From an optimization exercise on the open Yosys and OpenROAD flow, aimed at small area, a short achievable clock period and few clock cycles per item; shortcuts taken in it are not production practice. Function was checked by simulation only, so behaviour that the tests miss may differ from the original. Power is estimated from default activity; no workload was simulated.

==> v8: inputs <==
## lp_div
module lp_div (
    input  wire        clk,
    input  wire        rst,         
    input  wire        start,       
    input  wire        signed_op,   
    input  wire [31:0] dividend,    
    input  wire [31:0] divisor,     
    output wire        in_ready,
    output reg         done,
    output reg  [31:0] quotient,
    output reg  [31:0] remainder,
    output reg         dz,          
    output reg         ov           
);
    localparam S_IDLE = 1'b0;
    localparam S_RUN  = 1'b1;
    reg        state;
    reg [5:0]  count;
    reg [31:0] rem_r;       
    reg [31:0] quo_r;       
    reg [31:0] dsr_r;       
    reg        neg_q;       
    reg        neg_r;       
    reg        dz_r;
    reg        ov_r;
    assign in_ready = (state == S_IDLE);
    wire        dvd_neg = signed_op & dividend[31];
    wire        dsr_neg = signed_op & divisor[31];
    wire [31:0] dvd_mag = dvd_neg ? (32'd0 - dividend) : dividend;
    wire [31:0] dsr_mag = dsr_neg ? (32'd0 - divisor)  : divisor;
    wire [32:0] shifted = {rem_r, quo_r[31]};
    wire [32:0] diff    = shifted - {1'b0, dsr_r};
    wire        fits    = ~diff[32];
    wire [31:0] rem_nx  = fits ? diff[31:0] : shifted[31:0];
    wire [31:0] quo_nx  = {quo_r[30:0], fits};
    always @(posedge clk) begin
        if (rst) begin
            state <= S_IDLE;
            done  <= 1'b0;
        end else begin
            done <= 1'b0;
            case (state)
                S_IDLE: begin
                    if (start) begin
                        state <= S_RUN;
                        count <= 6'd0;
                        rem_r <= 32'd0;
                        quo_r <= dvd_mag;
                        dsr_r <= dsr_mag;
                        neg_q <= dvd_neg ^ dsr_neg;
                        neg_r <= dvd_neg;
                        dz_r  <= (divisor == 32'd0);
                        ov_r  <= signed_op & (dividend == 32'h8000_0000)
                                           & (divisor == 32'hFFFF_FFFF);
  ...
==> module lp_div, before the edit <==
module lp_div (
    input  wire        clk,
    input  wire        rst,         
    input  wire        start,       
    input  wire        signed_op,   
    input  wire [31:0] dividend,    
    input  wire [31:0] divisor,     
    output wire        in_ready,
    output reg         done,
    output reg  [31:0] quotient,
    output reg  [31:0] remainder,
    output reg         dz,          
    output reg         ov           
);
    localparam S_IDLE = 1'b0;
    localparam S_RUN  = 1'b1;
    reg        state;
    reg [5:0]  count;
    reg [31:0] rem_r;       
    reg [31:0] quo_r;       
    reg [31:0] dsr_r;       
    reg        neg_q;       
    reg        neg_r;       
    reg        dz_r;
    reg        ov_r;
    assign in_ready = (state == S_IDLE);
    wire        dvd_neg = signed_op & dividend[31];
    wire        dsr_neg = signed_op & divisor[31];
    wire [31:0] dvd_mag = dvd_neg ? (32'd0 - dividend) : dividend;
    wire [31:0] dsr_mag = dsr_neg ? (32'd0 - divisor)  : divisor;
    wire [32:0] shifted = {rem_r, quo_r[31]};
    wire [32:0] diff    = shifted - {1'b0, dsr_r};
    wire        fits    = ~diff[32];
    wire [31:0] rem_nx  = fits ? diff[31:0] : shifted[31:0];
    wire [31:0] quo_nx  = {quo_r[30:0], fits};
    always @(posedge clk) begin
        if (rst) begin
            state <= S_IDLE;
            done  <= 1'b0;
        end else begin
            done <= 1'b0;
            case (state)
                S_IDLE: begin
                    if (start) begin
                        state <= S_RUN;
                        count <= 6'd0;
                        rem_r <= 32'd0;
                        quo_r <= dvd_mag;
                        dsr_r <= dsr_mag;
                        neg_q <= dvd_neg ^ dsr_neg;
                        neg_r <= dvd_neg;
                        dz_r  <= (divisor == 32'd0);
                        ov_r  <= signed_op & (dividend == 32'h8000_0000)
                                           & (divisor == 32'hFFFF_FFFF);
                    end
                end
                S_RUN: begin
                    rem_r <= rem_nx;
                    quo_r <= quo_nx;
                    count <= count + 6'd1;
                    if (count == 6'd31) begin
                        state     <= S_IDLE;
                        done      <= 1'b1;
                        quotient  <= neg_q ? (32'd0 - quo_nx) : quo_nx;
                        remainder <= neg_r ? (32'd0 - rem_nx) : rem_nx;
                        dz        <= dz_r;
                        ov        <= ov_r;
                    end
                end
            endcase
        end
    end
endmodule
clock: 5.0 ns
lec_check: 0
cap_margin: 20
core_margin: 2
core_utilization: 40
slew_margin: 20
run.sh (not shown) runs the stock make flow with config.mk's settings and CLKGATE_MAP_FILE= SYNTH_SCRIPT=/design/flow/synth_recipe.tcl, a recipe that flattens the netlist after the stock synthesis.
==> v7: changes against v8 <==
==> flow/design.v (replaced) <==
module lp_div (
    input  wire        clk,
    input  wire        rst,         
    input  wire        start,       
    input  wire        signed_op,   
    input  wire [31:0] dividend,    
    input  wire [31:0] divisor,     
    output wire        in_ready,
    output reg         done,
    output wire [31:0] quotient,
    output wire [31:0] remainder,
    output wire        dz,          
    output wire        ov           
);
    reg        a_vld;
    reg [31:0] a_dvd;       
    reg [31:0] a_dsr;       
    reg        a_nq, a_nr, a_dz, a_ov;
    reg        b_busy;      
    reg [4:0]  b_cnt;       
    reg [31:0] b_rem;       
    reg [31:0] b_d;         
    reg [31:0] b_q;         
    reg        b_nq, b_nr, b_dz, b_ov;
    wire load = a_vld & ~b_busy;
    assign in_ready = ~a_vld | ~b_busy;
    wire        dvd_neg = signed_op & dividend[31];
    wire        dsr_neg = signed_op & divisor[31];
    function [5:0] lzc(input [31:0] x);
        integer i;
        begin
            lzc = 6'd32;
            for (i = 0; i < 32; i = i + 1)
                if (x[i]) lzc = 6'd31 - i[5:0];
        end
    endfunction
    wire [5:0] lz_a = lzc(a_dvd);
    wire [5:0] lz_d = lzc(a_dsr);
    wire [5:0] sh   = lz_d - lz_a;           
    wire       qz   = (lz_d < lz_a);          
    wire [31:0] d_al = a_dsr << sh[4:0];
    wire [32:0] diff = {1'b0, b_rem} - {1'b0, b_d};
    wire        fits = ~diff[32];
    always @(posedge clk) begin
        if (rst) begin
            a_vld  <= 1'b0;
            b_busy <= 1'b0;
            done   <= 1'b0;
        end else begin
            if (start & in_ready) begin
                a_vld <= 1'b1;
            end else if (load) begin
                a_vld <= 1'b0;
            end
            if (load) begin
                b_busy <= ~(qz | a_dz);
                done   <= qz | a_dz;
            end else if (b_busy) begin
                b_busy <= (b_cnt != 5'd0);
                done   <= (b_cnt == 5'd0);
            end else begin
                done   <= 1'b0;
            end
        end
        if (start & in_ready) begin
            a_dvd <= dvd_neg ? (32'd0 - dividend) : dividend;
            a_dsr <= dsr_neg ? (32'd0 - divisor)  : divisor;
            a_nq  <= dvd_neg ^ dsr_neg;
            a_nr  <= dvd_neg;
            a_dz  <= (divisor == 32'd0);
            a_ov  <= signed_op & (dividend == 32'h8000_0000) & (divisor == 32'hFFFF_FFFF);
        end
        if (load) begin
            b_rem <= a_dvd;
            b_d   <= d_al;
            b_q   <= {32{a_dz}};
            b_cnt <= sh[4:0];
            b_nq  <= a_nq;
            b_nr  <= a_nr;
            b_dz  <= a_dz;
            b_ov  <= a_ov;
        end else if (b_busy) begin
            if (fits) b_rem <= diff[31:0];
            b_d   <= {1'b0, b_d[31:1]};
            b_q   <= {b_q[30:0], fits};
            b_cnt <= b_cnt - 5'd1;
        end
    end
    assign quotient  = b_nq ? (32'd0 - b_q)   : b_q;
    assign remainder = b_nr ? (32'd0 - b_rem) : b_rem;
    assign dz = b_dz;
    assign ov = b_ov;
endmodule
--- a/flow/config.mk
+++ b/flow/config.mk
@@ -5,7 +5,9 @@
 export SDC_FILE = /design/flow/constraint.sdc
 export NUM_CORES = 4
 export LEC_CHECK = 0
+export ABC_CLOCK_PERIOD_IN_PS = 2000
 export CAP_MARGIN = 20
 export CORE_MARGIN = 2
 export CORE_UTILIZATION = 40
+export SETUP_SLACK_MARGIN = 2.8
 export SLEW_MARGIN = 20
==> flow_results.org <==
** Critical path
- Delay of the slowest cell on the worst path :: 0.43 ns
- Counting stages on the worst path, the most repeated cell is sky130_fd_sc_hd__or3_4.

** Global route
- Via count of the first global-routing pass :: 12211

** Synthesis
- Dividing the synthesized area by the synthesized cell count gives 9.19 µm².
- Adder-cell share of the synthesized area :: 4.61%

** Run status
- Outcome :: complete, no violations

** Timing
- Derived from the worst setup path, the maximum achievable clock frequency is 230 MHz.

** Drt
- After detailed routing, the met2 layer carries 21.3 mm of wire.
- Met1 routed wirelength after detailed routing :: 19.3 mm

** Placement
- Once placement completed, the tool counted placed cells totaling 1960.

** Power
- The clock network accounts for 18.9% of the total power.

** Final layout
- Count of sequential standard cells :: 176
(the above is from v7)
==> flow_results.org <==
** Power
- Per report_power, the clock group accounts for 30.9% of the total.

** Critical path
- Most frequent cell on the critical path :: sky130_fd_sc_hd__nand2b_1
- In this design, the stage delay of the slowest critical-path cell is 0.54 ns.

** Placement
- Including well taps, the total number of placed cells is 1656.

** Synthesis
- Synthesized area per cell :: 10.0 µm²

** Run status
- Outcome :: complete, no violations

** Final layout
- Sequential cells placed in the final layout were counted as 174.

** Global route
- Via count of the first global-routing pass :: 8820

** Drt
- Summed over all nets, wire length on met2 after detailed routing comes to 13.7 mm.
- For this block, wires on met1 add up to 14.5 mm.
(the above is from v8)
Testbench counts of v8, summed over its fixed seeds: cycles 105,608, divs 3,200.
Testbench counts of v7, summed over its fixed seeds: cycles 21,145, divs 3,200.

what the ideal ports hide:
In the flow no input, the clock included, has a driving cell. The finished layouts below were timed again as built, in two steps.
Step 1 sets driving cells, clkbuf_16 on the clock port and buf_2 on the other inputs (assumed; they add their load-dependent delay and slew).
Step 2, shift: input delay + t, output delay - t, t = (earliest + latest rising clock arrival at the registers) / 2. This alone moves slack from input paths to output paths.
Slacks: ideal ports / drivers / drivers and shift; pairs: ideal ports / drivers.
run	t (ns)	setup WS [ns]	worst setup path after step 2	slew at the worst register clock pin (ns)	pins driven straight from the clock port
v8	0.486	0.306 / 0.306 / 0.306	register to register	0.09 / 0.09	1
v7	0.492	0.660 / 0.607 / 0.737	register to register	0.08 / 0.08	1
After both steps every run listed still meets setup and hold.
